What follows belongs to an exercise in optimizing a design on an open flow for small area and a short achievable clock period; a production flow would make more cautious choices. Function was checked by simulation only, so behaviour that the tests miss may differ from the original. No activity file was given, so power comes from the tool's default toggle rates.

$ cat flow/config.mk
export PLATFORM = sky130hd
export DESIGN_NAME = lw_cv_rx
export DESIGN_NICKNAME = lw_cv_rx
export VERILOG_FILES = /design/flow/design.v
export SDC_FILE = /design/flow/constraint.sdc
export NUM_CORES = 4
export LEC_CHECK = 0
export CAP_MARGIN = 20
export CORE_MARGIN = 2
export CORE_UTILIZATION = 30
export PLACE_DENSITY = 0.5
export SLEW_MARGIN = 20
$ cat flow/constraint.sdc
create_clock -name core_clock -period 33.0 [get_ports {clk}]
set_input_delay 6.6000 -clock core_clock [delete_from_list [all_inputs] [get_ports {clk}]]
set_output_delay 6.6000 -clock core_clock [all_outputs]
set_load 0.01 [all_outputs]
$ cat flow/design.v
module lw_cv_rx (
    input  wire        clk,
    input  wire        rst,
    input  wire [1:0]  cfg_poly,
    input  wire        cfg_refin,
    input  wire        cfg_refout,
    input  wire        cfg_xorout,
    input  wire        cfg_init,
    input  wire        cfg_order,
    input  wire [7:0]  cfg_skip,
    input  wire        in_valid,
    input  wire        in_sop,
    input  wire        in_eop,
    input  wire        in_disc,
    input  wire [3:0]  in_nbytes,
    input  wire [63:0] in_data,
    input  wire        cnt_clr,
    output reg         cv_valid,
    output reg  [1:0]  cv_res,
    output reg  [31:0] cv_last,
    output reg  [31:0] cv_units,
    output reg  [15:0] cv_fail,
    output reg  [15:0] cv_short
);
    localparam [1:0] CHK_NONE = 2'd0;
    localparam [1:0] CHK_OK   = 2'd1;
    localparam [1:0] CHK_BAD  = 2'd2;
    function [31:0] sinit;
        input [1:0] poly;
        input [3:0] d;
        begin
            case ({poly, d})
                6'd0: sinit = 32'h46AF6449;
                6'd1: sinit = 32'h339FDE2F;
                6'd2: sinit = 32'h68B932F5;
                6'd3: sinit = 32'h955A6162;
                6'd4: sinit = 32'hF50B27F7;
                6'd5: sinit = 32'hC2A1038C;
                6'd6: sinit = 32'h7535D075;
                6'd7: sinit = 32'h1727635B;
                6'd8: sinit = 32'hD61C3A65;
                6'd16: sinit = 32'h2A26F826;
                6'd17: sinit = 32'hAAD955D3;
                6'd18: sinit = 32'h12647B10;
                6'd19: sinit = 32'h11FFA28F;
                6'd20: sinit = 32'h48081204;
                6'd21: sinit = 32'h043379AF;
                6'd22: sinit = 32'h6BC65337;
                6'd23: sinit = 32'hFDDCB433;
                6'd24: sinit = 32'hF931DF69;
                6'd32: sinit = 32'h000084CF;
                6'd33: sinit = 32'h00002D71;
                6'd34: sinit = 32'h00005437;
                6'd35: sinit = 32'h0000DA3E;
                6'd36: sinit = 32'h0000F125;
                6'd37: sinit = 32'h00008DB1;
                6'd38: sinit = 32'h0000988F;
                6'd39: sinit = 32'h00006965;
                6'd40: sinit = 32'h0000C921;
                6'd48: sinit = 32'h00000048;
                6'd49: sinit = 32'h00000018;
                6'd50: sinit = 32'h00000069;
                6'd51: sinit = 32'h000000A0;
                6'd52: sinit = 32'h000000E2;
                6'd53: sinit = 32'h00000095;
                6'd54: sinit = 32'h00000084;
                6'd55: sinit = 32'h000000EE;
                6'd56: sinit = 32'h00000022;
                default: sinit = 32'h0;
            endcase
        end
    endfunction
    function [7:0] rev8;
        input [7:0] b;
        integer q;
        begin
            for (q = 0; q < 8; q = q + 1) rev8[q] = b[7-q];
        end
    endfunction
    reg [1:0]  poly_q;
    reg        refin_q, refout_q, xorout_q, init_q, order_q;
    reg [7:0]  skip_q;           
    reg [95:0] xv_q;             
    reg [31:0] hist_q;           
    reg [2:0]  cnt_q;            
    wire [1:0] poly_e   = in_sop ? cfg_poly   : poly_q;
    wire       refin_e  = in_sop ? cfg_refin  : refin_q;
    wire       init_e   = in_sop ? cfg_init   : init_q;
    wire [7:0] skip_e   = in_sop ? cfg_skip   : skip_q;
    wire [2:0] cnt_e    = in_sop ? 3'd0       : cnt_q;
    wire [95:0] xv = xv_q;
    wire [31:0] s_r0;
    wire [31:0] s_r1;
    wire [15:0] s_r2;
    wire [7:0]  s_r3;
    wire [356:0] xs;     
    assign xs[0] = xv[40] ^ xv[69];
    assign xs[1] = xv[47] ^ xv[56];
    assign xs[2] = xv[48] ^ xv[57];
    assign xs[3] = xv[41] ^ xv[63];
    assign xs[4] = xv[42] ^ xv[71];
    assign xs[5] = xv[38] ^ xv[60];
    assign xs[6] = xv[82] ^ xv[83];
    assign xs[7] = xv[32] ^ xv[77];
    assign xs[8] = xv[34] ^ xv[70];
    assign xs[9] = xv[36] ^ xv[65];
    assign xs[10] = xv[37] ^ xv[45];
    assign xs[11] = xv[61] ^ xv[79];
    assign xs[12] = xv[33] ^ xv[68];
    assign xs[13] = xv[50] ^ xv[59];
    assign xs[14] = xv[39] ^ xv[64];
    assign xs[15] = xv[44] ^ xv[73];
    assign xs[16] = xv[46] ^ xv[55];
    assign xs[17] = xv[49] ^ xv[58];
    assign xs[18] = xv[54] ^ xv[74];
    assign xs[19] = xv[84] ^ xv[92];
    assign xs[20] = xv[52] ^ xv[72];
    assign xs[21] = xv[66] ^ xv[67];
    assign xs[22] = xv[35] ^ xv[53];
    assign xs[23] = xv[43] ^ xv[78];
    assign xs[24] = xv[86] ^ xv[91];
    assign xs[25] = xv[62] ^ xv[80];
    assign xs[26] = xv[75] ^ xv[76];
    assign xs[27] = xv[85] ^ xv[90];
    assign xs[28] = xv[51] ^ xv[81];
    assign xs[29] = xv[88] ^ xv[93];
    assign xs[30] = xv[89] ^ xv[94];
    assign xs[31] = xv[87] ^ xs[19];
    assign xs[32] = xs[0] ^ xs[12];
    assign xs[33] = xv[95] ^ xs[6];
    assign xs[34] = xs[2] ^ xs[7];
    assign xs[35] = xs[11] ^ xs[21];
    assign xs[36] = xs[1] ^ xs[9];
    assign xs[37] = xs[3] ^ xs[13];
    assign xs[38] = xs[4] ^ xs[5];
    assign xs[39] = xv[83] ^ xv[84];
    assign xs[40] = xv[38] ^ xs[17];
    assign xs[41] = xv[95] ^ xs[27];
    assign xs[42] = xs[8] ^ xs[14];
    assign xs[43] = xv[20] ^ xv[24];
    assign xs[44] = xv[21] ^ xv[25];
    assign xs[45] = xv[22] ^ xv[26];
    assign xs[46] = xv[31] ^ xv[68];
    assign xs[47] = xv[33] ^ xv[94];
    assign xs[48] = xv[36] ^ xv[53];
    assign xs[49] = xv[39] ^ xv[77];
    assign xs[50] = xv[41] ^ xv[71];
    assign xs[51] = xv[51] ^ xv[67];
    assign xs[52] = xv[58] ^ xv[61];
    assign xs[53] = xv[32] ^ xs[10];
    assign xs[54] = xv[40] ^ xs[23];
    assign xs[55] = xv[43] ^ xs[16];
    assign xs[56] = xv[60] ^ xs[25];
    assign xs[57] = xv[79] ^ xs[15];
    assign xs[58] = xv[35] ^ xv[57];
    assign xs[59] = xv[42] ^ xv[72];
    assign xs[60] = xv[56] ^ xv[59];
    assign xs[61] = xv[62] ^ xv[81];
    assign xs[62] = xv[63] ^ xv[80];
    assign xs[63] = xv[87] ^ xv[92];
    assign xs[64] = xv[37] ^ xs[0];
    assign xs[65] = xv[66] ^ xs[22];
    assign xs[66] = xv[75] ^ xs[18];
    assign xs[67] = xv[78] ^ xs[16];
    assign xs[68] = xv[23] ^ xv[30];
    assign xs[69] = xv[35] ^ xv[64];
    assign xs[70] = xv[38] ^ xv[70];
    assign xs[71] = xv[50] ^ xv[76];
    assign xs[72] = xv[29] ^ xs[10];
    assign xs[73] = xv[34] ^ xs[29];
    assign xs[74] = xv[37] ^ xs[2];
    assign xs[75] = xv[46] ^ xs[20];
    assign xs[76] = xv[59] ^ xs[1];
    assign xs[77] = xv[73] ^ xs[8];
    assign xs[78] = xv[82] ^ xs[28];
    assign xs[79] = xs[3] ^ xs[4];
    assign xs[80] = xs[24] ^ xs[26];
    assign xs[81] = xv[12] ^ xv[54];
    assign xs[82] = xv[16] ^ xv[44];
    assign xs[83] = xv[27] ^ xv[43];
    assign xs[84] = xv[28] ^ xv[39];
    assign xs[85] = xv[32] ^ xv[52];
    assign xs[86] = xv[45] ^ xv[48];
    assign xs[87] = xv[47] ^ xv[61];
    assign xs[88] = xv[56] ^ xv[70];
    assign xs[89] = xv[58] ^ xv[69];
    assign xs[90] = xv[65] ^ xv[81];
    assign xs[91] = xv[85] ^ xv[94];
    assign xs[92] = xv[89] ^ xv[90];
    assign xs[93] = xv[35] ^ xs[14];
    assign xs[94] = xv[55] ^ xs[9];
    assign xs[95] = xv[55] ^ xs[30];
    assign xs[96] = xv[63] ^ xs[7];
    assign xs[97] = xv[64] ^ xs[18];
    assign xs[98] = xv[68] ^ xs[17];
    assign xs[99] = xv[74] ^ xs[24];
    assign xs[100] = xv[76] ^ xs[11];
    assign xs[101] = xv[88] ^ xs[6];
    assign xs[102] = xv[52] ^ xs[55];
    assign xs[103] = xv[60] ^ xs[34];
    assign xs[104] = xs[5] ^ xs[33];
    assign xs[105] = xs[12] ^ xs[35];
    assign xs[106] = xv[14] ^ xv[51];
    assign xs[107] = xv[18] ^ xv[62];
    assign xs[108] = xv[36] ^ xv[73];
    assign xs[109] = xv[37] ^ xv[57];
    assign xs[110] = xv[40] ^ xv[54];
    assign xs[111] = xv[44] ^ xv[49];
    assign xs[112] = xv[51] ^ xv[95];
    assign xs[113] = xv[65] ^ xv[72];
    assign xs[114] = xv[71] ^ xv[91];
    assign xs[115] = xv[11] ^ xs[22];
    assign xs[116] = xv[17] ^ xs[44];
    assign xs[117] = xv[41] ^ xs[2];
    assign xs[118] = xv[42] ^ xs[10];
    assign xs[119] = xv[47] ^ xs[26];
    assign xs[120] = xv[66] ^ xs[20];
    assign xs[121] = xv[71] ^ xs[63];
    assign xs[122] = xv[87] ^ xs[39];
    assign xs[123] = xv[93] ^ xs[15];
    assign xs[124] = xs[21] ^ xs[23];
    assign xs[125] = xs[22] ^ xs[28];
    assign xs[126] = xs[43] ^ xs[46];
    assign xs[127] = xv[40] ^ xs[31];
    assign xs[128] = xv[77] ^ xs[42];
    assign xs[129] = xv[78] ^ xs[99];
    assign xs[130] = xv[84] ^ xs[37];
    assign xs[131] = xs[27] ^ xs[32];
    assign xs[132] = xs[30] ^ xs[36];
    assign xs[133] = xs[38] ^ xs[45];
    assign xs[134] = xv[15] ^ xv[19];
    assign xs[135] = xv[19] ^ xv[45];
    assign xs[136] = xv[25] ^ xv[36];
    assign xs[137] = xv[30] ^ xv[74];
    assign xs[138] = xv[33] ^ xv[46];
    assign xs[139] = xv[33] ^ xv[89];
    assign xs[140] = xv[34] ^ xv[74];
    assign xs[141] = xv[37] ^ xv[52];
    assign xs[142] = xv[44] ^ xv[82];
    assign xs[143] = xv[48] ^ xv[68];
    assign xs[144] = xv[53] ^ xv[65];
    assign xs[145] = xv[54] ^ xv[64];
    assign xs[146] = xv[77] ^ xv[80];
    assign xs[147] = xv[4] ^ xs[20];
    assign xs[148] = xv[7] ^ xs[16];
    assign xs[149] = xv[8] ^ xs[1];
    assign xs[150] = xv[9] ^ xs[4];
    assign xs[151] = xv[23] ^ xs[81];
    assign xs[152] = xv[24] ^ xs[13];
    assign xs[153] = xv[26] ^ xs[58];
    assign xs[154] = xv[27] ^ xs[8];
    assign xs[155] = xv[34] ^ xs[5];
    assign xs[156] = xv[38] ^ xs[47];
    assign xs[157] = xv[42] ^ xs[25];
    assign xs[158] = xv[49] ^ xs[29];
    assign xs[159] = xv[53] ^ xs[14];
    assign xs[160] = xv[56] ^ xs[17];
    assign xs[161] = xv[57] ^ xs[25];
    assign xs[162] = xv[58] ^ xs[15];
    assign xs[163] = xv[59] ^ xs[3];
    assign xs[164] = xv[60] ^ xs[0];
    assign xs[165] = xv[66] ^ xs[89];
    assign xs[166] = xv[67] ^ xs[5];
    assign xs[167] = xv[73] ^ xs[19];
    assign xs[168] = xv[76] ^ xs[70];
    assign xs[169] = xv[78] ^ xs[11];
    assign xs[170] = xv[79] ^ xs[62];
    assign xs[171] = xv[85] ^ xs[61];
    assign xs[172] = xv[86] ^ xs[30];
    assign xs[173] = xv[91] ^ xs[27];
    assign xs[174] = xv[93] ^ xs[18];
    assign xs[175] = xs[2] ^ xs[6];
    assign xs[176] = xs[6] ^ xs[9];
    assign xs[177] = xs[7] ^ xs[50];
    assign xs[178] = xs[10] ^ xs[59];
    assign xs[179] = xs[14] ^ xs[52];
    assign xs[180] = xs[18] ^ xs[91];
    assign xs[181] = xs[43] ^ xs[51];
    assign xs[182] = xs[47] ^ xs[60];
    assign xs[183] = xv[10] ^ xs[53];
    assign xs[184] = xv[62] ^ xs[67];
    assign xs[185] = xv[65] ^ xs[54];
    assign xs[186] = xv[67] ^ xs[56];
    assign xs[187] = xv[90] ^ xs[31];
    assign xs[188] = xv[93] ^ xs[33];
    assign xs[189] = xs[1] ^ xs[65];
    assign xs[190] = xs[11] ^ xs[76];
    assign xs[191] = xs[13] ^ xs[120];
    assign xs[192] = xs[23] ^ xs[75];
    assign xs[193] = xs[28] ^ xs[31];
    assign xs[194] = xs[34] ^ xs[64];
    assign xs[195] = xs[35] ^ xs[54];
    assign xs[196] = xs[40] ^ xs[41];
    assign xs[197] = xs[42] ^ xs[82];
    assign xs[198] = xs[78] ^ xs[121];
    assign xs[199] = xv[29] ^ xs[133];
    assign xs[200] = xv[0] ^ xv[79];
    assign xs[201] = xv[1] ^ xv[69];
    assign xs[202] = xv[2] ^ xv[41];
    assign xs[203] = xv[2] ^ xv[46];
    assign xs[204] = xv[3] ^ xv[46];
    assign xs[205] = xv[6] ^ xv[41];
    assign xs[206] = xv[8] ^ xv[70];
    assign xs[207] = xv[14] ^ xv[67];
    assign xs[208] = xv[15] ^ xv[48];
    assign xs[209] = xv[17] ^ xv[21];
    assign xs[210] = xv[20] ^ xv[57];
    assign xs[211] = xv[23] ^ xv[47];
    assign xs[212] = xv[24] ^ xv[63];
    assign xs[213] = xv[28] ^ xv[59];
    assign xs[214] = xv[31] ^ xv[69];
    assign xs[215] = xv[38] ^ xv[53];
    assign xs[216] = xv[39] ^ xv[75];
    assign xs[217] = xv[39] ^ xv[76];
    assign xs[218] = xv[41] ^ xv[88];
    assign xs[219] = xv[43] ^ xv[62];
    assign xs[220] = xv[43] ^ xv[68];
    assign xs[221] = xv[46] ^ xv[95];
    assign xs[222] = xv[49] ^ xv[75];
    assign xs[223] = xv[52] ^ xv[54];
    assign xs[224] = xv[56] ^ xv[64];
    assign xs[225] = xv[61] ^ xv[69];
    assign xs[226] = xv[70] ^ xv[92];
    assign xs[227] = xv[72] ^ xv[74];
    assign xs[228] = xv[72] ^ xv[89];
    assign xs[229] = xv[77] ^ xv[79];
    assign xs[230] = xv[85] ^ xv[87];
    assign xs[231] = xv[88] ^ xv[94];
    assign xs[232] = xv[16] ^ xs[44];
    assign xs[233] = xv[18] ^ xs[1];
    assign xs[234] = xv[28] ^ xs[9];
    assign xs[235] = xv[32] ^ xs[86];
    assign xs[236] = xv[33] ^ xs[8];
    assign xs[237] = xv[43] ^ xs[110];
    assign xs[238] = xv[44] ^ xs[52];
    assign xs[239] = xv[45] ^ xs[15];
    assign xs[240] = xv[45] ^ xs[69];
    assign xs[241] = xv[48] ^ xs[4];
    assign xs[242] = xv[50] ^ xs[8];
    assign xs[243] = xv[51] ^ xs[21];
    assign xs[244] = xv[52] ^ xs[46];
    assign xs[245] = xv[53] ^ xs[0];
    assign xs[246] = xv[54] ^ xs[17];
    assign xs[247] = xv[55] ^ xs[48];
    assign xs[248] = xv[60] ^ xs[3];
    assign xs[249] = xv[64] ^ xs[7];
    assign xs[250] = xv[66] ^ xs[107];
    assign xs[251] = xv[69] ^ xs[12];
    assign xs[252] = xv[71] ^ xs[85];
    assign xs[253] = xv[74] ^ xs[20];
    assign xs[254] = xv[75] ^ xs[0];
    assign xs[255] = xv[76] ^ xs[49];
    assign xs[256] = xv[78] ^ xs[0];
    assign xs[257] = xv[80] ^ xs[5];
    assign xs[258] = xv[81] ^ xs[21];
    assign xs[259] = xv[82] ^ xs[114];
    assign xs[260] = xv[83] ^ xs[25];
    assign xs[261] = xv[83] ^ xs[26];
    assign xs[262] = xv[86] ^ xs[14];
    assign xs[263] = xv[87] ^ xs[92];
    assign xs[264] = xs[2] ^ xs[48];
    assign xs[265] = xs[4] ^ xs[24];
    assign xs[266] = xs[10] ^ xs[13];
    assign xs[267] = xs[12] ^ xs[223];
    assign xs[268] = xs[15] ^ xs[58];
    assign xs[269] = xs[16] ^ xs[17];
    assign xs[270] = xs[16] ^ xs[90];
    assign xs[271] = xs[19] ^ xs[111];
    assign xs[272] = xs[20] ^ xs[90];
    assign xs[273] = xs[22] ^ xs[26];
    assign xs[274] = xs[24] ^ xs[71];
    assign xs[275] = xs[26] ^ xs[88];
    assign xs[276] = xs[29] ^ xs[39];
    assign xs[277] = xs[50] ^ xs[146];
    assign xs[278] = xs[68] ^ xs[106];
    assign xs[279] = xs[68] ^ xs[135];
    assign xs[280] = xs[69] ^ xs[143];
    assign xs[281] = xs[71] ^ xs[203];
    assign xs[282] = xv[5] ^ xs[32];
    assign xs[283] = xv[6] ^ xs[66];
    assign xs[284] = xv[13] ^ xs[93];
    assign xs[285] = xv[26] ^ xs[77];
    assign xs[286] = xv[27] ^ xs[79];
    assign xs[287] = xv[28] ^ xs[162];
    assign xs[288] = xv[30] ^ xs[67];
    assign xs[289] = xv[35] ^ xs[57];
    assign xs[290] = xv[39] ^ xs[56];
    assign xs[291] = xv[47] ^ xs[37];
    assign xs[292] = xv[50] ^ xs[172];
    assign xs[293] = xv[58] ^ xs[95];
    assign xs[294] = xv[61] ^ xs[153];
    assign xs[295] = xv[65] ^ xs[100];
    assign xs[296] = xv[79] ^ xs[124];
    assign xs[297] = xv[80] ^ xs[80];
    assign xs[298] = xv[81] ^ xs[80];
    assign xs[299] = xv[91] ^ xs[180];
    assign xs[300] = xs[3] ^ xs[40];
    assign xs[301] = xs[6] ^ xs[95];
    assign xs[302] = xs[8] ^ xs[36];
    assign xs[303] = xs[13] ^ xs[38];
    assign xs[304] = xs[15] ^ xs[72];
    assign xs[305] = xs[23] ^ xs[94];
    assign xs[306] = xs[27] ^ xs[31];
    assign xs[307] = xs[32] ^ xs[176];
    assign xs[308] = xs[33] ^ xs[73];
    assign xs[309] = xs[36] ^ xs[97];
    assign xs[310] = xs[36] ^ xs[278];
    assign xs[311] = xs[37] ^ xs[275];
    assign xs[312] = xs[38] ^ xs[88];
    assign xs[313] = xs[41] ^ xs[179];
    assign xs[314] = xs[45] ^ xs[243];
    assign xs[315] = xs[48] ^ xs[53];
    assign xs[316] = xs[49] ^ xs[79];
    assign xs[317] = xs[50] ^ xs[123];
    assign xs[318] = xs[53] ^ xs[125];
    assign xs[319] = xs[55] ^ xs[97];
    assign xs[320] = xs[56] ^ xs[98];
    assign xs[321] = xs[57] ^ xs[117];
    assign xs[322] = xs[57] ^ xs[273];
    assign xs[323] = xs[61] ^ xs[73];
    assign xs[324] = xs[63] ^ xs[157];
    assign xs[325] = xs[68] ^ xs[148];
    assign xs[326] = xs[72] ^ xs[136];
    assign xs[327] = xs[74] ^ xs[134];
    assign xs[328] = xs[74] ^ xs[174];
    assign xs[329] = xs[75] ^ xs[101];
    assign xs[330] = xs[77] ^ xs[87];
    assign xs[331] = xs[80] ^ xs[109];
    assign xs[332] = xs[83] ^ xs[149];
    assign xs[333] = xs[84] ^ xs[152];
    assign xs[334] = xs[96] ^ xs[112];
    assign xs[335] = xs[98] ^ xs[166];
    assign xs[336] = xs[115] ^ xs[151];
    assign xs[337] = xs[116] ^ xs[213];
    assign xs[338] = xs[118] ^ xs[246];
    assign xs[339] = xs[119] ^ xs[126];
    assign xs[340] = xs[169] ^ xs[262];
    assign xs[341] = xs[170] ^ xs[274];
    assign xs[342] = xs[181] ^ xs[227];
    assign xs[343] = xs[210] ^ xs[252];
    assign xs[344] = xs[228] ^ xs[266];
    assign xs[345] = xv[84] ^ xs[195];
    assign xs[346] = xs[23] ^ xs[130];
    assign xs[347] = xs[32] ^ xs[184];
    assign xs[348] = xs[40] ^ xs[105];
    assign xs[349] = xs[47] ^ xs[191];
    assign xs[350] = xs[64] ^ xs[189];
    assign xs[351] = xs[102] ^ xs[307];
    assign xs[352] = xs[103] ^ xs[167];
    assign xs[353] = xs[156] ^ xs[188];
    assign xs[354] = xs[158] ^ xs[330];
    assign xs[355] = xs[182] ^ xs[198];
    assign xs[356] = xs[196] ^ xs[328];
    assign s_r0[0] = (((xs[34] ^ xs[41]) ^ (xs[100] ^ xs[165])) ^ (((xv[93] ^ xs[3]) ^ (xs[5] ^ xs[142])) ^ ((xs[224] ^ (xv[0] ^ xv[86])) ^ xs[324])));
    assign s_r0[1] = (((xs[173] ^ xs[182]) ^ (xs[235] ^ (xs[90] ^ xs[111]))) ^ (((xs[201] ^ xs[217]) ^ (xs[218] ^ xs[226])) ^ (xs[104] ^ xs[296])));
    assign s_r0[2] = ((((xv[67] ^ xv[89]) ^ xs[42]) ^ (xs[122] ^ xs[235])) ^ ((xs[281] ^ (xs[114] ^ (xv[56] ^ xv[62]))) ^ (xs[131] ^ xs[300])));
    assign s_r0[3] = ((xs[291] ^ (xs[265] ^ (xv[88] ^ xs[19]))) ^ (((xs[58] ^ xs[113]) ^ (xs[204] ^ (xv[49] ^ xv[51]))) ^ (xs[128] ^ xs[131])));
    assign s_r0[4] = (((xs[147] ^ xs[259]) ^ (xs[268] ^ (xv[38] ^ xs[11]))) ^ (((xs[25] ^ xs[71]) ^ xs[302]) ^ (xs[334] ^ (xs[92] ^ xs[54]))));
    assign s_r0[5] = ((((xv[5] ^ xv[33]) ^ xs[38]) ^ ((xv[56] ^ xs[20]) ^ (xs[108] ^ xs[217]))) ^ (((xs[225] ^ xs[230]) ^ xs[129]) ^ (xs[188] ^ xs[318])));
    assign s_r0[6] = (((xs[77] ^ xs[156]) ^ ((xv[86] ^ xs[11]) ^ (xs[48] ^ xs[49]))) ^ (((xs[109] ^ xs[219]) ^ xs[127]) ^ (xs[283] ^ xs[329])));
    assign s_r0[7] = ((((xv[55] ^ xs[4]) ^ (xs[92] ^ (xv[7] ^ xv[34]))) ^ xs[350]) ^ (xs[352] ^ (xs[340] ^ (xs[66] ^ xs[101]))));
    assign s_r0[8] = (((xs[96] ^ xs[124]) ^ (xs[164] ^ xs[271])) ^ (((xs[24] ^ xs[59]) ^ (xs[69] ^ xs[139])) ^ ((xs[206] ^ xs[33]) ^ (xs[66] ^ xs[94]))));
    assign s_r0[9] = (((xs[224] ^ xs[242]) ^ (xs[261] ^ (xv[9] ^ xs[10]))) ^ ((xs[105] ^ xs[305]) ^ (xs[306] ^ xs[317])));
    assign s_r0[10] = (((xs[248] ^ xs[259]) ^ (xs[280] ^ (xs[51] ^ xs[52]))) ^ (((xs[113] ^ xs[140]) ^ (xs[221] ^ xs[231])) ^ (xs[183] ^ xs[187])));
    assign s_r0[11] = (((xs[163] ^ xs[263]) ^ ((xv[11] ^ xs[12]) ^ xs[103])) ^ ((xs[289] ^ xs[297]) ^ (xs[329] ^ (xs[17] ^ xs[36]))));
    assign s_r0[12] = (((xs[57] ^ xs[171]) ^ ((xv[49] ^ xs[1]) ^ (xs[139] ^ (xv[12] ^ xv[38])))) ^ ((xs[129] ^ xs[130]) ^ (xs[308] ^ xs[315])));
    assign s_r0[13] = (((xs[155] ^ xs[170]) ^ (xs[175] ^ (xv[51] ^ xs[138]))) ^ ((xs[284] ^ xs[292]) ^ (xs[306] ^ (xs[66] ^ xs[118]))));
    assign s_r0[14] = (((xs[73] ^ xs[93]) ^ (xs[122] ^ (xs[9] ^ xs[28]))) ^ (((xs[87] ^ (xv[14] ^ xv[40])) ^ xs[102]) ^ (xs[196] ^ xs[297])));
    assign s_r0[15] = (((xs[65] ^ xs[171]) ^ (xs[255] ^ (xs[13] ^ xs[24]))) ^ (((xs[141] ^ xs[142]) ^ (xs[208] ^ xs[218])) ^ (xs[127] ^ xs[132])));
    assign s_r0[16] = ((xs[315] ^ (xs[100] ^ xs[160])) ^ ((xs[256] ^ xs[260]) ^ ((xs[51] ^ xs[82]) ^ (xs[145] ^ (xv[88] ^ xv[89])))));
    assign s_r0[17] = ((xs[130] ^ (xs[229] ^ xs[161])) ^ ((xs[267] ^ xs[270]) ^ ((xv[17] ^ xs[10]) ^ (xs[70] ^ xs[92]))));
    assign s_r0[18] = (((xs[38] ^ xs[67]) ^ (xs[78] ^ xs[159])) ^ ((xs[165] ^ xs[173]) ^ (xs[233] ^ (xv[34] ^ xs[62]))));
    assign s_r0[19] = ((xs[190] ^ ((xv[19] ^ xv[67]) ^ xs[93])) ^ ((xs[175] ^ xs[237]) ^ (xs[272] ^ (xs[24] ^ xs[226]))));
    assign s_r0[20] = ((xs[317] ^ xs[320]) ^ ((xs[94] ^ xs[175]) ^ ((xv[66] ^ (xv[20] ^ xv[53])) ^ xs[127])));
    assign s_r0[21] = (((xv[21] ^ xs[225]) ^ (xs[37] ^ xs[160])) ^ ((xs[178] ^ xs[180]) ^ (xs[258] ^ xs[276])));
    assign s_r0[22] = (((xs[35] ^ xs[55]) ^ (xs[123] ^ (xv[80] ^ xs[7]))) ^ (((xs[30] ^ xs[89]) ^ (xs[143] ^ (xv[22] ^ xv[51]))) ^ (xs[187] ^ xs[311])));
    assign s_r0[23] = (((xs[231] ^ xs[163]) ^ ((xv[70] ^ xs[85]) ^ (xs[86] ^ xs[211]))) ^ (xs[348] ^ (xs[129] ^ xs[198])));
    assign s_r0[24] = (((xs[152] ^ xs[159]) ^ (xs[241] ^ xs[251])) ^ (((xs[63] ^ xs[222]) ^ xs[186]) ^ (xs[308] ^ ((xv[79] ^ xv[89]) ^ xs[75]))));
    assign s_r0[25] = (((xs[125] ^ xs[164]) ^ ((xv[90] ^ xs[30]) ^ (xs[39] ^ xs[62]))) ^ (((xs[71] ^ xs[113]) ^ (xs[220] ^ (xv[25] ^ xv[54]))) ^ xs[354]));
    assign s_r0[26] = ((xs[341] ^ (xs[153] ^ xs[174])) ^ (((xs[85] ^ xs[108]) ^ xs[193]) ^ (xs[293] ^ xs[312])));
    assign s_r0[27] = (((xs[146] ^ xs[247]) ^ (xs[253] ^ (xv[75] ^ xs[29]))) ^ (xs[355] ^ ((xs[83] ^ xs[109]) ^ xs[313])));
    assign s_r0[28] = ((xs[331] ^ ((xv[78] ^ xs[20]) ^ (xs[30] ^ xs[60]))) ^ (((xs[110] ^ xs[144]) ^ xs[104]) ^ (xs[287] ^ xs[323])));
    assign s_r0[29] = (((xs[65] ^ xs[100]) ^ (xs[163] ^ (xs[18] ^ xs[49]))) ^ ((((xv[29] ^ xv[45]) ^ (xv[57] ^ xv[73])) ^ xs[104]) ^ (xs[187] ^ xs[293])));
    assign s_r0[30] = ((xs[313] ^ (xs[66] ^ xs[276])) ^ (((xv[91] ^ xs[60]) ^ ((xv[36] ^ xv[40]) ^ (xv[42] ^ xv[77]))) ^ (xs[186] ^ xs[288])));
    assign s_r0[31] = ((xs[331] ^ (xs[95] ^ xs[171])) ^ ((xs[248] ^ (xs[19] ^ xs[46])) ^ (xs[185] ^ xs[190])));
    assign s_r1[0] = (((xs[37] ^ xs[247]) ^ (xs[260] ^ (xv[44] ^ xs[91]))) ^ (((xs[200] ^ xs[216]) ^ xs[129]) ^ (xs[194] ^ xs[335])));
    assign s_r1[1] = ((xs[340] ^ ((xv[1] ^ xv[95]) ^ xs[32])) ^ ((xs[257] ^ xs[193]) ^ (xs[311] ^ xs[338])));
    assign s_r1[2] = (((xs[78] ^ xs[161]) ^ ((xs[0] ^ xs[29]) ^ (xs[202] ^ xs[230]))) ^ ((xs[102] ^ xs[128]) ^ (xs[295] ^ xs[303])));
    assign s_r1[3] = (((xs[101] ^ xs[172]) ^ (xs[238] ^ (xs[20] ^ xs[28]))) ^ ((xs[185] ^ xs[189]) ^ (xs[316] ^ ((xv[3] ^ xv[70]) ^ xs[56]))));
    assign s_r1[4] = (((xs[239] ^ xs[263]) ^ (xs[264] ^ (xv[59] ^ xs[61]))) ^ (xs[345] ^ ((xs[145] ^ xs[33]) ^ (xs[79] ^ xs[147]))));
    assign s_r1[5] = (((xs[98] ^ xs[101]) ^ (xs[173] ^ xs[178])) ^ (((xs[3] ^ xs[144]) ^ xs[186]) ^ (xs[319] ^ ((xv[5] ^ xv[84]) ^ xs[57]))));
    assign s_r1[6] = (((xs[205] ^ xs[159]) ^ xs[352]) ^ (((xv[46] ^ xs[61]) ^ xs[132]) ^ (xs[195] ^ xs[338])));
    assign s_r1[7] = (((xs[142] ^ xs[148]) ^ xs[356]) ^ ((xs[157] ^ xs[105]) ^ (xs[185] ^ xs[291])));
    assign s_r1[8] = (((xs[48] ^ xs[140]) ^ ((xv[57] ^ xv[66]) ^ xs[54])) ^ ((xs[118] ^ xs[149]) ^ (xs[249] ^ (xv[85] ^ xs[28]))));
    assign s_r1[9] = ((xs[299] ^ ((xv[9] ^ xv[49]) ^ xs[96])) ^ (xs[351] ^ ((xs[13] ^ xs[22]) ^ xs[290])));
    assign s_r1[10] = (((xs[34] ^ xs[42]) ^ (xs[76] ^ (xs[19] ^ xs[25]))) ^ (xs[348] ^ ((xs[28] ^ (xv[10] ^ xv[95])) ^ xs[299])));
    assign s_r1[11] = ((((xv[44] ^ xv[79]) ^ (xv[81] ^ xv[91])) ^ (xs[115] ^ xs[177])) ^ (((xv[92] ^ xs[9]) ^ (xs[140] ^ xs[141])) ^ xs[353]));
    assign s_r1[12] = (((xs[216] ^ (xv[34] ^ xv[36])) ^ ((xv[78] ^ xv[80]) ^ xs[65])) ^ ((xs[178] ^ (xs[19] ^ xs[81])) ^ xs[353]));
    assign s_r1[13] = (((xs[123] ^ (xv[69] ^ xs[18])) ^ xs[346]) ^ (((xs[22] ^ xs[221]) ^ xs[298]) ^ (xs[320] ^ ((xv[13] ^ xv[34]) ^ xs[34]))));
    assign s_r1[14] = (((xs[207] ^ xs[117]) ^ (xs[168] ^ (xs[6] ^ xs[12]))) ^ (((xs[14] ^ xs[24]) ^ (xs[87] ^ xs[110])) ^ (xs[318] ^ xs[324])));
    assign s_r1[15] = ((xs[323] ^ (xs[31] ^ xs[40])) ^ (xs[351] ^ ((xv[54] ^ xs[208]) ^ xs[316])));
    assign s_r1[16] = (((xs[158] ^ (xv[85] ^ xs[59])) ^ xs[346]) ^ (xs[350] ^ (xs[197] ^ xs[301])));
    assign s_r1[17] = (((xs[41] ^ xs[237]) ^ (xs[240] ^ (xv[17] ^ xs[9]))) ^ (((xs[39] ^ xs[51]) ^ xs[292]) ^ (xs[312] ^ xs[321])));
    assign s_r1[18] = (((xs[35] ^ xs[122]) ^ (xs[254] ^ (xs[86] ^ xs[107]))) ^ (((xs[144] ^ (xv[90] ^ xv[94])) ^ xs[192]) ^ (xs[303] ^ xs[334])));
    assign s_r1[19] = ((((xv[88] ^ xs[39]) ^ (xs[52] ^ xs[70])) ^ xs[349]) ^ (((xs[108] ^ xs[112]) ^ xs[194]) ^ (xs[319] ^ ((xv[19] ^ xv[86]) ^ xs[119]))));
    assign s_r1[20] = ((xs[343] ^ (xs[112] ^ xs[32])) ^ ((xs[77] ^ xs[122]) ^ (xs[132] ^ xs[341])));
    assign s_r1[21] = (((xs[65] ^ xs[74]) ^ (xs[236] ^ xs[253])) ^ ((xs[277] ^ (xv[88] ^ xs[89])) ^ (xs[193] ^ ((xv[21] ^ xv[64]) ^ xs[41]))));
    assign s_r1[22] = (((xs[242] ^ xs[272]) ^ ((xs[18] ^ xs[29]) ^ xs[194])) ^ ((xs[289] ^ xs[290]) ^ (xs[301] ^ ((xv[22] ^ xv[68]) ^ xs[79]))));
    assign s_r1[23] = (((xs[93] ^ xs[265]) ^ ((xs[15] ^ xs[88]) ^ (xs[219] ^ (xv[23] ^ xv[84])))) ^ ((xs[103] ^ xs[105]) ^ (xs[344] ^ (xs[41] ^ xs[78]))));
    assign s_r1[24] = (((xs[176] ^ xs[239]) ^ ((xv[61] ^ xs[17]) ^ (xs[51] ^ xs[212]))) ^ ((xs[131] ^ xs[192]) ^ ((xs[99] ^ xs[121]) ^ (xs[155] ^ xs[161]))));
    assign s_r1[25] = (((xs[257] ^ xs[258]) ^ xs[354]) ^ (((xs[20] ^ xs[91]) ^ xs[127]) ^ ((xs[136] ^ xs[34]) ^ (xs[67] ^ xs[240]))));
    assign s_r1[26] = (((xs[76] ^ xs[254]) ^ (xs[270] ^ (xs[7] ^ xs[15]))) ^ (((xs[29] ^ xs[62]) ^ (xs[114] ^ xs[139])) ^ (xs[104] ^ xs[294])));
    assign s_r1[27] = (((xs[249] ^ xs[271]) ^ ((xs[1] ^ xs[62]) ^ (xs[215] ^ (xv[55] ^ xv[82])))) ^ ((xs[131] ^ xs[298]) ^ (xs[344] ^ (xs[35] ^ xs[154]))));
    assign s_r1[28] = (((xs[97] ^ xs[234]) ^ (xs[269] ^ (xs[8] ^ (xv[40] ^ xv[63])))) ^ (xs[355] ^ (xs[322] ^ ((xv[90] ^ xv[93]) ^ xs[53]))));
    assign s_r1[29] = (((xs[277] ^ (xv[91] ^ xs[16])) ^ xs[349]) ^ (((xs[26] ^ xs[58]) ^ xs[104]) ^ (xs[309] ^ (xs[72] ^ xs[73]))));
    assign s_r1[30] = (((xs[167] ^ xs[261]) ^ ((xv[95] ^ xs[21]) ^ (xs[49] ^ xs[52]))) ^ ((xs[132] ^ xs[288]) ^ ((xs[59] ^ xs[74]) ^ (xs[125] ^ xs[155]))));
    assign s_r1[31] = (((xs[244] ^ xs[255]) ^ xs[345]) ^ (xs[356] ^ ((xv[82] ^ xs[108]) ^ ((xv[35] ^ xv[62]) ^ xs[76]))));
    assign s_r2[0] = (((xs[83] ^ xs[200]) ^ xs[342]) ^ ((xs[40] ^ xs[234]) ^ (xs[280] ^ (xs[4] ^ xs[82]))));
    assign s_r2[1] = ((xs[191] ^ xs[304]) ^ ((xs[222] ^ xs[116]) ^ ((xs[9] ^ xs[84]) ^ (xs[201] ^ xs[220]))));
    assign s_r2[2] = ((xs[304] ^ xs[314]) ^ (((xv[18] ^ xv[70]) ^ xs[245]) ^ (xs[281] ^ (xs[5] ^ xs[137]))));
    assign s_r2[3] = (((xs[70] ^ xs[87]) ^ (xs[204] ^ xs[66])) ^ ((xs[244] ^ xs[279]) ^ ((xv[27] ^ xs[49]) ^ (xs[50] ^ xs[51]))));
    assign s_r2[4] = ((xs[184] ^ xs[339]) ^ ((xs[147] ^ xs[241]) ^ (xs[245] ^ (xv[32] ^ xs[84]))));
    assign s_r2[5] = (((xs[181] ^ xs[232]) ^ ((xv[29] ^ xs[7]) ^ xs[282])) ^ ((xs[286] ^ xs[287]) ^ (xs[309] ^ (xs[22] ^ xs[168]))));
    assign s_r2[6] = (((xs[251] ^ (xv[30] ^ xs[4])) ^ (xs[128] ^ xs[283])) ^ ((xs[305] ^ xs[337]) ^ ((xs[45] ^ xs[72]) ^ (xs[117] ^ xs[120]))));
    assign s_r2[7] = (((xs[154] ^ xs[160]) ^ xs[199]) ^ (((xs[113] ^ (xv[18] ^ xv[31])) ^ xs[322]) ^ (xs[325] ^ (xs[64] ^ xs[124]))));
    assign s_r2[8] = (((xs[168] ^ xs[177]) ^ (xs[268] ^ xs[279])) ^ (((xs[18] ^ xs[46]) ^ xs[332]) ^ (xs[333] ^ ((xv[36] ^ xv[72]) ^ xs[35]))));
    assign s_r2[9] = (((xs[150] ^ xs[162]) ^ xs[347]) ^ (((xs[84] ^ (xv[31] ^ xv[75])) ^ xs[103]) ^ (xs[326] ^ xs[342])));
    assign s_r2[10] = (((xs[32] ^ (xv[29] ^ xs[26])) ^ ((xs[44] ^ xs[137]) ^ xs[183])) ^ ((xs[190] ^ xs[192]) ^ (xs[285] ^ xs[300])));
    assign s_r2[11] = ((((xv[27] ^ xv[62]) ^ xs[115]) ^ (xs[119] ^ (xs[13] ^ xs[137]))) ^ (((xs[138] ^ xs[214]) ^ xs[128]) ^ (xs[133] ^ xs[321])));
    assign s_r2[12] = ((xs[339] ^ ((xv[40] ^ xv[45]) ^ xs[96])) ^ ((xs[151] ^ xs[166]) ^ (xs[169] ^ xs[197])));
    assign s_r2[13] = ((xs[295] ^ (xs[116] ^ xs[177])) ^ (xs[347] ^ ((xv[24] ^ xs[86]) ^ xs[284])));
    assign s_r2[14] = ((xs[302] ^ ((xv[14] ^ xv[25]) ^ xs[250])) ^ ((xs[256] ^ (xv[49] ^ xs[3])) ^ ((xs[45] ^ xs[59]) ^ (xs[138] ^ xs[229]))));
    assign s_r2[15] = ((xs[296] ^ xs[327]) ^ ((xs[211] ^ (xv[50] ^ xs[69])) ^ (xs[285] ^ xs[286])));
    assign s_r3[0] = ((((xv[16] ^ xv[62]) ^ xs[126]) ^ (xs[179] ^ xs[264])) ^ (xs[199] ^ ((xs[106] ^ (xv[0] ^ xv[15])) ^ xs[332])));
    assign s_r3[1] = ((((xv[63] ^ xs[85]) ^ (xs[111] ^ xs[145])) ^ xs[199]) ^ ((((xv[1] ^ xv[8]) ^ (xv[9] ^ xv[53])) ^ xs[310]) ^ (xs[337] ^ (xs[64] ^ xs[126]))));
    assign s_r3[2] = (((xs[165] ^ xs[232]) ^ (xs[267] ^ (xv[55] ^ xs[107]))) ^ (((xs[202] ^ xs[206]) ^ xs[183]) ^ (xs[310] ^ ((xv[20] ^ xv[50]) ^ xs[150]))));
    assign s_r3[3] = (((xs[236] ^ (xv[11] ^ xs[60])) ^ ((xs[209] ^ xs[212]) ^ (xs[214] ^ xs[215]))) ^ ((xs[102] ^ xs[314]) ^ (xs[327] ^ ((xv[3] ^ xv[10]) ^ xs[150]))));
    assign s_r3[4] = ((xs[343] ^ ((xv[22] ^ xv[25]) ^ xs[233])) ^ (((xs[83] ^ (xv[4] ^ xv[10])) ^ xs[197]) ^ (xs[335] ^ xs[336])));
    assign s_r3[5] = ((((xv[13] ^ xv[26]) ^ xs[94]) ^ (xs[238] ^ (xv[71] ^ xs[2]))) ^ (((xs[135] ^ xs[209]) ^ xs[282]) ^ (xs[333] ^ xs[336])));
    assign s_r3[6] = (((xs[154] ^ xs[164]) ^ (xs[250] ^ xs[269])) ^ (((xs[43] ^ xs[60]) ^ (xs[81] ^ xs[106])) ^ ((xs[205] ^ (xv[13] ^ xv[22])) ^ xs[326])));
    assign s_r3[7] = ((((xv[13] ^ xv[28]) ^ xs[37]) ^ (xs[38] ^ (xv[70] ^ xs[1]))) ^ (((xs[44] ^ xs[134]) ^ (xs[141] ^ xs[207])) ^ (xs[294] ^ xs[325])));
    reg  [31:0] s_cur;
    reg  [2:0]  w_bytes;
    reg  [31:0] wmask;
    always @* begin
        case (poly_q)
            2'd0:    begin s_cur = s_r0;           w_bytes = 3'd4; wmask = 32'hFFFF_FFFF; end
            2'd1:    begin s_cur = s_r1;           w_bytes = 3'd4; wmask = 32'hFFFF_FFFF; end
            2'd2:    begin s_cur = {16'h0, s_r2};  w_bytes = 3'd2; wmask = 32'h0000_FFFF; end
            default: begin s_cur = {24'h0, s_r3};  w_bytes = 3'd1; wmask = 32'h0000_00FF; end
        endcase
    end
    wire       skip_big = (skip_e > {4'd0, in_nbytes});
    wire [3:0] dskip    = skip_big ? in_nbytes : skip_e[3:0];
    wire [3:0] kcnt     = in_nbytes - dskip;
    wire [7:0] skip_nx  = skip_big ? skip_e - {4'd0, in_nbytes} : 8'd0;
    wire [3:0] cnt_sum  = {1'b0, cnt_e} + kcnt;
    wire [2:0] cnt_nx   = (cnt_sum > 4'd4) ? 3'd4 : cnt_sum[2:0];
    wire       use_init = in_sop | (skip_q != 8'd0);
    wire [31:0] s_e     = use_init ? (init_e ? sinit(poly_e, dskip) : 32'h0) : s_cur;
    reg  [63:0] bdat;
    integer j;
    always @* begin
        for (j = 0; j < 8; j = j + 1)
            bdat[63-8*j -: 8] = (skip_e > j) ? 8'h00 :
                                (refin_e ? rev8(in_data[8*j +: 8]) : in_data[8*j +: 8]);
    end
    wire [2:0]  sh      = 3'd0 - in_nbytes[2:0];           
    wire [95:0] xv_nx   = {s_e, bdat} >> {sh, 3'b000};
    wire [31:0] hist_nx;
    assign hist_nx[7:0]   = xv_nx[7:0];
    assign hist_nx[15:8]  = (in_nbytes[3:1] != 3'd0) ? xv_nx[15:8] : hist_q[7:0];
    assign hist_nx[23:16] = (in_nbytes[3:2] != 2'd0 || in_nbytes[1:0] == 2'd3) ? xv_nx[23:16] :
                            in_nbytes[1] ? hist_q[7:0] : hist_q[15:8];
    assign hist_nx[31:24] = (in_nbytes[3:2] != 2'd0) ? xv_nx[31:24] :
                            (in_nbytes[1:0] == 2'd3) ? hist_q[7:0] :
                            in_nbytes[1] ? hist_q[15:8] : hist_q[23:16];
    reg  [2:0]  w_e;
    always @* begin
        case (poly_e)
            2'd0, 2'd1: w_e = 3'd4;
            2'd2:       w_e = 3'd2;
            default:    w_e = 3'd1;
        endcase
    end
    wire [3:0] cnt_all = {1'b0, cnt_e} + in_nbytes;
    wire [3:0] skip_w  = {1'b0, skip_e[2:0]} + {1'b0, w_e};
    wire is_short = (skip_e == 8'd0) ? (cnt_all < {1'b0, w_e}) :
                    ((skip_e[7:3] != 5'd0) | (in_nbytes < skip_w));
    wire [31:0] rbytes = hist_q & wmask;
    wire [7:0]  h0 = refin_q ? rev8(hist_q[7:0])   : hist_q[7:0];
    wire [7:0]  h1 = refin_q ? rev8(hist_q[15:8])  : hist_q[15:8];
    wire [7:0]  h2 = refin_q ? rev8(hist_q[23:16]) : hist_q[23:16];
    wire [7:0]  h3 = refin_q ? rev8(hist_q[31:24]) : hist_q[31:24];
    reg  [31:0] rxval;
    always @* begin
        case (w_bytes)
            3'd4:    rxval = order_q ? {h3, h2, h1, h0} : {h0, h1, h2, h3};
            3'd2:    rxval = order_q ? {16'h0, h1, h0}  : {16'h0, h0, h1};
            default: rxval = {24'h0, h0};
        endcase
    end
    function [31:0] reflw;
        input [31:0] v;
        input [2:0]  wb;
        input        en;
        integer q;
        begin
            if (en) begin
                reflw = 32'h0;
                case (wb)
                    3'd4:    for (q = 0; q < 32; q = q + 1) reflw[q] = v[31-q];
                    3'd2:    for (q = 0; q < 16; q = q + 1) reflw[q] = v[15-q];
                    default: for (q = 0; q < 8;  q = q + 1) reflw[q] = v[7-q];
                endcase
            end else begin
                reflw = v;
            end
        end
    endfunction
    wire [31:0] xm = xorout_q ? wmask : 32'h0;
    wire [31:0] fin = reflw(s_cur ^ rbytes, w_bytes, refout_q) ^ xm;
    wire [31:0] tgt = rbytes ^ reflw(rxval ^ xm, w_bytes, refout_q);
    wire        is_ok = (s_cur == tgt);
    wire unit_end = in_valid & in_eop;
    always @(posedge clk) begin
        if (in_valid) begin
            if (in_sop) begin
                poly_q   <= cfg_poly;
                refin_q  <= cfg_refin;
                refout_q <= cfg_refout;
                xorout_q <= cfg_xorout;
                init_q   <= cfg_init;
                order_q  <= cfg_order;
            end
            skip_q <= skip_nx;
            cnt_q  <= cnt_nx;
            xv_q   <= xv_nx;
            hist_q <= hist_nx;
        end
    end
    reg         chk_q;           
    reg  [1:0]  res_q;           
    reg  [31:0] last_q;          
    reg  [15:0] fail_q;          
    wire [15:0] fail_inc = (fail_q == 16'hFFFF) ? fail_q : fail_q + 16'd1;
    always @* begin
        cv_res  = chk_q ? (is_ok ? CHK_OK : CHK_BAD) : res_q;
        cv_last = chk_q ? fin : last_q;
        cv_fail = (chk_q & ~is_ok) ? fail_inc : fail_q;
    end
    wire        short_ev  = unit_end & ~in_disc & is_short;
    wire [31:0] units_inc = cv_units + 32'd1;
    wire [15:0] short_inc = (cv_short == 16'hFFFF) ? cv_short : cv_short + 16'd1;
    wire [15:0] short_d   = cnt_clr ? {15'd0, short_ev} : short_inc;
    always @(posedge clk) begin
        if (rst | unit_end)
            cv_units <= units_inc & {32{~rst}};
        if (rst | cnt_clr | short_ev)
            cv_short <= short_d & {16{~rst}};
    end
    always @(posedge clk) begin
        if (rst) begin
            cv_valid <= 1'b0;
            chk_q    <= 1'b0;
            res_q    <= CHK_NONE;
            last_q   <= 32'h0;
            fail_q   <= 16'h0;
        end else begin
            cv_valid <= unit_end;
            chk_q    <= unit_end & ~in_disc & ~is_short;
            res_q    <= unit_end ? (in_disc ? CHK_NONE : CHK_BAD) : cv_res;
            last_q   <= cv_last;
            fail_q   <= cnt_clr ? 16'h0 : cv_fail;
        end
    end
endmodule
$ cat flow/flow/run.sh
#!/bin/bash
# Layout flow: the standard flow (standard.sh) with two changes.
# 1. Synthesis maps the combinational logic with flow/abc_map.script instead of
#    ORFS's abc_speed.script, which restructures the XOR networks into much
#    larger logic. Everything else in synthesis, including the flip-flop
#    mapping, is the standard synthesis (flow/abc_synth.tcl wraps it).
# 2. The port buffers are buf_2 cells rather than the default delay buffers.
# Each tool's output goes to a log file in this folder (synth.log, layout.log)
# besides ORFS's own logs under orfs/logs.
set -euo pipefail
here=$(pwd)
export FLOW_ABC_SCRIPT=$here/flow/abc_map.script
export FLOW_STD_SYNTH=$here/synth_recipe.tcl
extra=(BUFFER_PORTS_ARGS="-buffer_cell sky130_fd_sc_hd__buf_2")
[[ -f flow/params.sh ]] && source flow/params.sh
# same make command as standard.sh, with our synthesis script, for synthesis only
sed -e "s#SYNTH_SCRIPT=[^ ]*#SYNTH_SCRIPT=$here/flow/abc_synth.tcl#" standard.sh > synth_only.sh
bash synth_only.sh synth "${extra[@]}" > synth.log 2>&1
# the rest of the standard flow reuses that synthesis
bash standard.sh finish "${extra[@]}" > layout.log 2>&1
$ cat flow/flow/abc_map.script
strash
dch
map -a -D 4000
topo
buffer -c
stime -c
upsize -c
dnsize -c
$ cat flow/flow/abc_synth.tcl
# The standard flow's synthesis script, but with the combinational logic mapped by
# abc_map.script instead of ORFS's abc_speed.script. Everything else,
# including the flip-flop mapping, is the standard synthesis.
proc abc {args} {
  set i [lsearch -exact $args -script]
  if { $i >= 0 } {
    lset args [expr { $i + 1 }] $::env(FLOW_ABC_SCRIPT)
  }
  yosys abc {*}$args
}
source $::env(FLOW_STD_SYNTH)
$ cat flow/standard.sh
#!/bin/bash
# synth_recipe.tcl (not shown) runs the flow's synth.tcl, then flattens the netlist and writes it again
# the make line also repeats each setting of config.mk as NAME=value (left out here)
make -C /OpenROAD-flow-scripts/flow DESIGN_CONFIG=/design/flow/config.mk WORK_HOME=/design/flow/orfs CLKGATE_MAP_FILE= SYNTH_SCRIPT=/design/flow/synth_recipe.tcl "${@:-finish}"
==> results of run 1 <==
==> metal layers <==
| metal | routed length (µm) | GRT usage [%] |
|---|---|---|
| met3 | 16200 | 6.47 |
| met5 | 8 | 0 |
| met2 | 69300 | 45.7 |
| met1 | 72000 | 42.6 |
| met4 | 9530 | 14.7 |
==> cells in the mapped netlist, types with 25 or more instances <==
cell and instances:
a31oi_1 43, a21oi_1 218, inv_1 325, dfxtp_1 52, xor2_1 651, a22oi_1 25, nor3_1 52, o22ai_1 50
buf_2 46, ha_1 32, buf_1 28, a211oi_1 71, mux2i_1 26, nor2_1 366, nand2_1 679, nand3_1 74
xnor2_1 525, edfxtp_1 186, o21ai_0 302, clkbuf_1 150, o211ai_1 30
==> cell families after synthesis <==
kind of cell,Yosys count
simple gates,1284
xor+xnor,1209
compound gates,824
buf+inv,584
flops,238
fa+ha+maj,38
mux,26
==> sequential cells by signal, indices dropped and copies added (netlist names), 2 cells and up <==
name	count
poly_q	2
skip_q	8
cv_short	16
last_q	32
hist_q	32
cnt_q	3
xv_q	88
fail_q	16
cv_units	32
res_q	2
==> cell type report <==
cell class	count	area [µm²]	area share [%]
diodes	1	2.50	0.00735
clock buffers	35	811	2.38
clock inverters	21	226	0.665
inverters	352	1320	3.89
multi-input cells	3381	21900	64.3
flip-flops and latches	238	6630	19.5
well taps	1368	1710	5.03
repair buffers	256	1460	4.29
==> power by group through the flow <==
stage	Combinational (mW)	Clock [mW]	Sequential, mW
2_1_floorplan	1.05	0	0.371
3_3_place_gp	1.68	0	0.405
3_5_place_dp	1.67	0	0.405
4_1_cts	1.68	0.361	0.398
5_1_grt	1.79	0.370	0.400
6_report	1.74	0.354	0.401
==> stage by stage <==
stage	area (µm²)	utilization, %	worst slack [ns]	hold WS (ns)	power [mW]
3_3_place_gp	33000	32.4	19.69	0.463	2.09
5_1_grt	34000	33.5	19.36	0.496	2.56
4_1_cts	34000	33.5	19.74	0.471	2.43
6_report	34000	33.5	19.32	0.472	2.49
2_1_floorplan	30700	-	21.48	0.439	1.43
3_5_place_dp	33000	32.4	19.75	0.460	2.07
==> worst max path at each step <==
| stage | startpoint | cells past startpoint | end |
|---|---|---|---|
| 2_1_floorplan | in_sop | 28 | hist_q[21] |
| 3_3_place_gp | in_sop | 27 | hist_q[25] |
| 3_5_place_dp | in_sop | 25 | hist_q[25] |
| 4_1_cts | xv_q[69] | 23 | cv_fail[11] |
| 5_1_grt | xv_q[69] | 23 | cv_fail[11] |
| 6_report | xv_q[69] | 23 | cv_fail[11] |
==> critical path, delay by kind of cell, from the launching register on <==
kind / cells / cell delay, ns
compound gates: 2 / 0.24
buf+inv: 4 / 0.90
simple gates: 10 / 1.84
xor+xnor: 7 / 2.65
flops: 1 / 0.76
==> run_results.csv, run 1 <==
group,metric,value,unit
drt,drt_wl_total,167,mm
final_layout,syn2layout_area_growth,10.7,%
final_layout,fill_cells,11077,
final_layout,layout_common_cells,"nand2_1, xor2_1, xnor2_1, nor2_1, inv_1",
timing,max_slew_margin,13.7,%
worst_setup_path,worst_path_max_delay_cell,"edfxtp_1",
synthesis,postSynth.asyncResetShare,0,%
worst_setup_path,critPathMaxFanout,11,
synthesis,ys_seq_area_share,21.6,%
clock_network,h-tree-depth,1,
worst_setup_path,slowest_delay,0.76,ns
final_layout,finalNonFillerCells,5652,
clock_network,post_cts_resized,0,
worst_hold_path,hold_start,"res_q[0]",
clock_network,post_cts_buffers,0,
timing,layout_min_cycle_time,13.68,ns
drt,num_vias,30340,
synthesis,synth-xor-area-share,35.5,%
synthesis,synth_top_area_cell,"xor2_1",
synthesis,synthDistinctLibCells,68,
grt,antenna_found_initial,4,
synthesis,syn_avg_cell_area,7.32,µm²
drt,post-route-drc-count,0,
worst_setup_path,crit_path_start_kind,"flop",
floorplan,num_rows,117,
power_and_ir_drop,leakage,13.9,nW
grt,grt_pass1_vias,27811,
drt,routedWlPerCell,29.6,µm
worst_setup_path,reg2reg_slack,26.48,ns
power_and_ir_drop,pwr-share-comb,69.7,%
timing,tightest_slew,1.29,ns
clock_network,cts_tree,"done",
grt,grt_overflow,0,
place,port_buffers,188,
worst_setup_path,r2r_end,"fail_q[12]",
synthesis,muxShareOfSynthArea,0.846,%
worst_setup_path,setup.worst_path.end_class,"output port",
worst_setup_path,r2r-start,"xv_q[69]",
synthesis,netlist_area,30700,µm²
synthesis,syn_inst,4203,
place,place_inst,5595,
power_and_ir_drop,internal_power,1.10,mW
synthesis,synth.area.top_cells,"xor2_1, edfxtp_1, xnor2_1, nand2_1, o21ai_0",
timing,min_period_over_period,41.4,%
final_layout,nNetsFinal,4387,
worst_setup_path,worst-r2r-cell-count,23,
clock_network,clk_pin_slew,0.07,ns
worst_setup_path,crit_chain,"inv_1 > nand2_1 > nand2_2 > inv_1 > nand2_1 > nand2_2 > xor2_2 > xnor2_1 > xnor2_1 > xnor2_1 > a21oi_1 > o21ai_0 > nand2_1 > xor2_1 > xnor2_1 > nand4_1 > nor4_1 > nand2_1 > nand2_4 > inv_2 > nand3_2 > xor2_2 > buf_2",
power_and_ir_drop,powerDensity,73.2,nW/µm²
floorplan,die_h,324,µm
timing,rsz0062_at_grt,"no",
drt,drt-vias-per-instance,5.37,
synthesis,yosysTopAreaCellShare,18.5,%
worst_hold_path,hold_path_class,"reg -> reg",
clock_network,clockBufferDepth,3,
clock_network,numCtsBuffers,30,
timing,setup_viol,0,
power_and_ir_drop,ir_worst_vdd,39.6,µV
power_and_ir_drop,p_clk_share,14.2,%
place,hpwlAfterDp,134,mm
worst_setup_path,worstPathRequired,26.40,ns
timing,finalSetupTns,0,ns
floorplan,core_area,102000,µm²
power_and_ir_drop,p_sw_share,55.8,%
grt,grt.total_usage,30.9,%
grt,grt_pass1_wl,225,mm
floorplan,die_area,105000,µm²
drt,drt-pass1-iter-count,5,
run,cap_violations,0,
worst_hold_path,min_to,"res_q[0]",
place,place_congestion,1.09,
synthesis,synth_top_family_by_area,"XOR/XNOR gates",
final_layout,drive_gt1_share,9.90,%
synthesis,synth_ff_type,"edfxtp_1",
timing,drv_slew,0,
drt,detail-route-antenna-nets,0,
synthesis,synth-edff-count,186,
worst_hold_path,whs_path_depth,2,
grt,grt_max_degree,99,
power_and_ir_drop,p_seq_share,16.1,%
floorplan,initial_utilization,30.2,%
clock_network,ctsHoldBuffers,0,
synthesis,synth-compound-area-share,15.7,%
timing,fin_skew,0.0375,ns
clock_network,clk_latency,0.62,ns
synthesis,yosys.area_share.simple,17.3,%
worst_setup_path,critPathKind,"reg -> out",
drt,drtIter0Drc,4025,
clock_network,cts_root_buffer,"clkbuf_16",
clock_network,cts.sink_count,238,
floorplan,die_w,324,µm
synthesis,syn_nets,4331,
synthesis,synth-adder-area-share,1.69,%
final_layout,mostFrequentLayoutCell,"nand2_1",
synthesis,yosysWarningCount,1,
power_and_ir_drop,p_switching,1.39,mW
synthesis,synth_seq_cells,238,
worst_setup_path,critPathArrivalTime,7.08,ns
timing,hold_viol,0,
timing,fmax,73.1,MHz
floorplan,pin_count,189,
status,outcome,"timing/DRC/antenna clean",
==> inputs of run 2 (changes only) <==
==> flow/flow/abc_map.script (replaced) <==
strash
dch
map -D 4000
topo
buffer -c
stime -c
upsize -c
dnsize -c
==> run 2 against run 1 <==
Against the previous run:
- clock skew down 0.0027 ns
- worst hold slack about the same
- die area about the same
==> run_results.csv, run 2 <==
group,metric,value,unit
grt,grt_overflow,0,
status,outcome,"timing/DRC/antenna clean",
clock_network,h-tree-depth,1,
drt,detail-route-antenna-nets,0,
floorplan,pin_count,189,
worst_setup_path,worst-r2r-cell-count,23,
clock_network,clockBufferDepth,3,
worst_setup_path,setup.worst_path.end_class,"output port",
floorplan,num_rows,117,
worst_hold_path,hold_path_class,"reg -> reg",
final_layout,nNetsFinal,4394,
drt,drt_wl_total,165,mm
grt,antenna_found_initial,6,
synthesis,netlist_area,30800,µm²
place,port_buffers,188,
synthesis,syn_avg_cell_area,7.32,µm²
place,place_congestion,1.09,
power_and_ir_drop,p_switching,1.38,mW
worst_hold_path,whs_path_depth,2,
timing,finalSetupTns,0,ns
synthesis,synth_ff_type,"edfxtp_1",
timing,drv_slew,0,
timing,max_slew_margin,18.9,%
final_layout,largest-register,"xv_q",
worst_setup_path,crit_path_start_kind,"flop",
clock_network,ctsHoldBuffers,0,
clock_network,clk_latency,0.61,ns
synthesis,synth.most_common_cell,"nand2_1",
synthesis,yosys-top-cells-count,"nand2_1, xor2_1, xnor2_1",
floorplan,die_area,105000,µm²
power_and_ir_drop,p_sw_share,56.2,%
synthesis,synth-edff-count,186,
floorplan,die_h,324,µm
synthesis,synth.area.top_cells,"xor2_1, edfxtp_1, xnor2_1, nand2_1, o21ai_0",
synthesis,ys_seq_area_share,21.5,%
grt,grt_pass1_wl,224,mm
worst_setup_path,reg2reg_slack,26.58,ns
clock_network,cts.sink_count,238,
synthesis,yosysWarningCount,1,
synthesis,synth_top_area_cell,"xor2_1",
timing,layout_min_cycle_time,13.40,ns
place,place_inst,5602,
worst_setup_path,worstPathRequired,26.40,ns
final_layout,layout_common_cells,"nand2_1, xor2_1, xnor2_1, nor2_1, inv_1",
grt,grt_pass1_vias,27947,
floorplan,core_area,102000,µm²
timing,min_period_over_period,40.6,%
synthesis,synthDistinctLibCells,68,
grt,grt.total_usage,30.6,%
timing,fmax,74.6,MHz
run,cap_violations,0,
final_layout,final_util,33.4,%
worst_setup_path,critPathMaxFanout,11,
drt,num_vias,30082,
power_and_ir_drop,leakage,13.9,nW
worst_setup_path,critPathArrivalTime,6.80,ns
clock_network,cts_root_buffer,"clkbuf_16",
grt,grt_max_degree,99,
floorplan,die_w,324,µm
final_layout,seqCellArea,6630,µm²
power_and_ir_drop,pwr-share-comb,70.8,%
worst_setup_path,r2r-start,"skip_q[0]",
power_and_ir_drop,p_clk_share,13.1,%
floorplan,initial_utilization,30.2,%
power_and_ir_drop,internal_power,1.08,mW
drt,drt-vias-per-instance,5.32,
timing,tightest_slew,1.21,ns
final_layout,fill_cells,11037,
synthesis,yosysTopAreaCellShare,18.5,%
drt,drtIter0Drc,3868,
synthesis,syn_nets,4332,
place,hpwlAfterDp,133,mm
worst_hold_path,min_to,"res_q[0]",
drt,routedWlPerCell,29.2,µm
clock_network,cts_tree,"done",
synthesis,postSynth.asyncResetShare,0,%
worst_setup_path,r2r_end,"hist_q[18]",
drt,drt-pass1-iter-count,6,
clock_network,post_cts_buffers,0,
drt,post-route-drc-count,0,
worst_hold_path,hold_start,"res_q[0]",
timing,hold_viol,0,
clock_network,numCtsBuffers,30,
final_layout,mostFrequentLayoutCell,"nand2_1",
power_and_ir_drop,p_seq_share,16.1,%
timing,fin_skew,0.0349,ns
worst_setup_path,critPathKind,"reg -> out",
power_and_ir_drop,ir_worst_vdd,40.8,µV
synthesis,synth_seq_cells,238,
timing,rsz0062_at_grt,"no",
timing,setup_viol,0,
clock_network,clk_pin_slew,0.06,ns
final_layout,multi_input_area,21900,µm²
final_layout,largest_reg_flops,88,
final_layout,drive_gt1_share,10.0,%
power_and_ir_drop,powerDensity,72.4,nW/µm²
final_layout,syn2layout_area_growth,10.5,%
place,place_ws,19.81,ns
clock_network,post_cts_resized,0,
timing,setup_ws,19.60,ns
synthesis,syn_inst,4204,
final_layout,finalNonFillerCells,5659,
-- run 2: power by group through the flow --
stage	combinational [mW]	sequential (mW)	clock [mW]
finish	1.74	0.397	0.322
global route	1.80	0.397	0.339
CTS	1.68	0.395	0.327
detailed placement	1.67	0.401	0
global placement	1.69	0.401	0
floorplan	1.06	0.371	0
-- run 2: cells by family after synthesis --
| family | synth area share, % |
|---|---|
| adder cells (fa/ha/maj) | 1.69 |
| buffers and inverters | 7.39 |
| multiplexers | 0.846 |
| AND/OR/NAND/NOR | 17.3 |
| XOR/XNOR | 35.5 |
| flip-flops | 21.5 |
| AO/OA/AOI/OAI | 15.7 |
-- run 2: layout make-up --
type / count / share of cell area [%]
multi-input cells: 3382 / 64.4
inverters: 352 / 3.89
flip-flops and latches: 238 / 19.5
well taps: 1368 / 5.03
clock buffers: 36 / 2.37
clock inverters: 18 / 0.372
repair buffers: 262 / 4.43
diodes: 3 / 0.0221
-- run 2: worst max-delay path by stage --
| stage | cells after the start | from | endpoint | slack [ns] |
|---|---|---|---|---|
| final | 22 | xv_q[34] | cv_fail[7] | 19.60 |
| after global routing | 22 | xv_q[34] | cv_fail[7] | 19.50 |
| after CTS | 22 | xv_q[34] | cv_fail[7] | 19.91 |
| after detailed placement | 25 | in_sop | hist_q[19] | 19.81 |
| after global placement | 25 | in_sop | hist_q[19] | 19.65 |
| after floorplan | 29 | in_sop | hist_q[21] | 21.32 |
-- run 2: layer usage --
layer | vias to the layer above | wire length, µm | global-route usage [%]
li1 | 13868 | - | -
met3 | 323 | 16100 | 7.30
met4 | 6 | 9030 | 14.3
met5 | - | 41 | 0
met1 | 14329 | 70200 | 41.3
met2 | 1556 | 69800 | 45.9
-- run 2: stage by stage --
step / power (mW) / area, µm² / hold WS, ns
2_1_floorplan: 1.43 / 30800 / 0.439
3_3_place_gp: 2.09 / 33000 / 0.464
3_5_place_dp: 2.08 / 33100 / 0.467
4_1_cts: 2.40 / 34000 / 0.478
5_1_grt: 2.53 / 34000 / 0.505
6_report: 2.46 / 34000 / 0.472
-- run 2: worst max-delay path, stage by stage, from the launching register on --
cell and delay [ns]:
edfxtp_1 0.82, inv_2 0.21, nand2_1 0.16, nand2_2 0.26, inv_1 0.18, nand3_1 0.11, nand2_2 0.36, xor2_2 0.44
xnor2_1 0.14, xnor2_1 0.26, xor2_1 0.10, o21ai_0 0.51, nand2_1 0.41, xor2_1 0.76, xnor2_1 0.20, nand4_1 0.13
nor4_1 0.19, nand2_1 0.16, nand2_4 0.18, inv_2 0.15, nand4_1 0.12, xnor2_1 0.16, buf_2 0.18

afterwards: timing with drivers on the ports:
How much do the figures lean on ideal ports? The routed layouts below were timed once more, with nothing changed but the port constraints. Step 1 assumes that a clkbuf_16 drives the clock port and a buf_2 every other input. Step 2, shift: input delay + t, output delay - t, t = (earliest + latest rising clock arrival at the registers) / 2. This alone moves slack from input paths to output paths. a / b / c = ideal ports / drivers / drivers and shift; a / b = the first two.
| run | shift t [ns] | slack for setup (ns) | hold slack, ns | worst register clock-pin slew, ns | cell pins on the clock port's net |
|---|---|---|---|---|---|
| run 1 | 0.661 | 19.324 / 19.265 / 19.579 | 0.472 / 0.472 / 0.472 | 0.07 / 0.07 | 1 |
| run 2 | 0.661 | 19.604 / 19.538 / 19.658 | 0.472 / 0.472 / 0.472 | 0.07 / 0.07 | 1 |
After both steps every run listed still meets setup and hold.
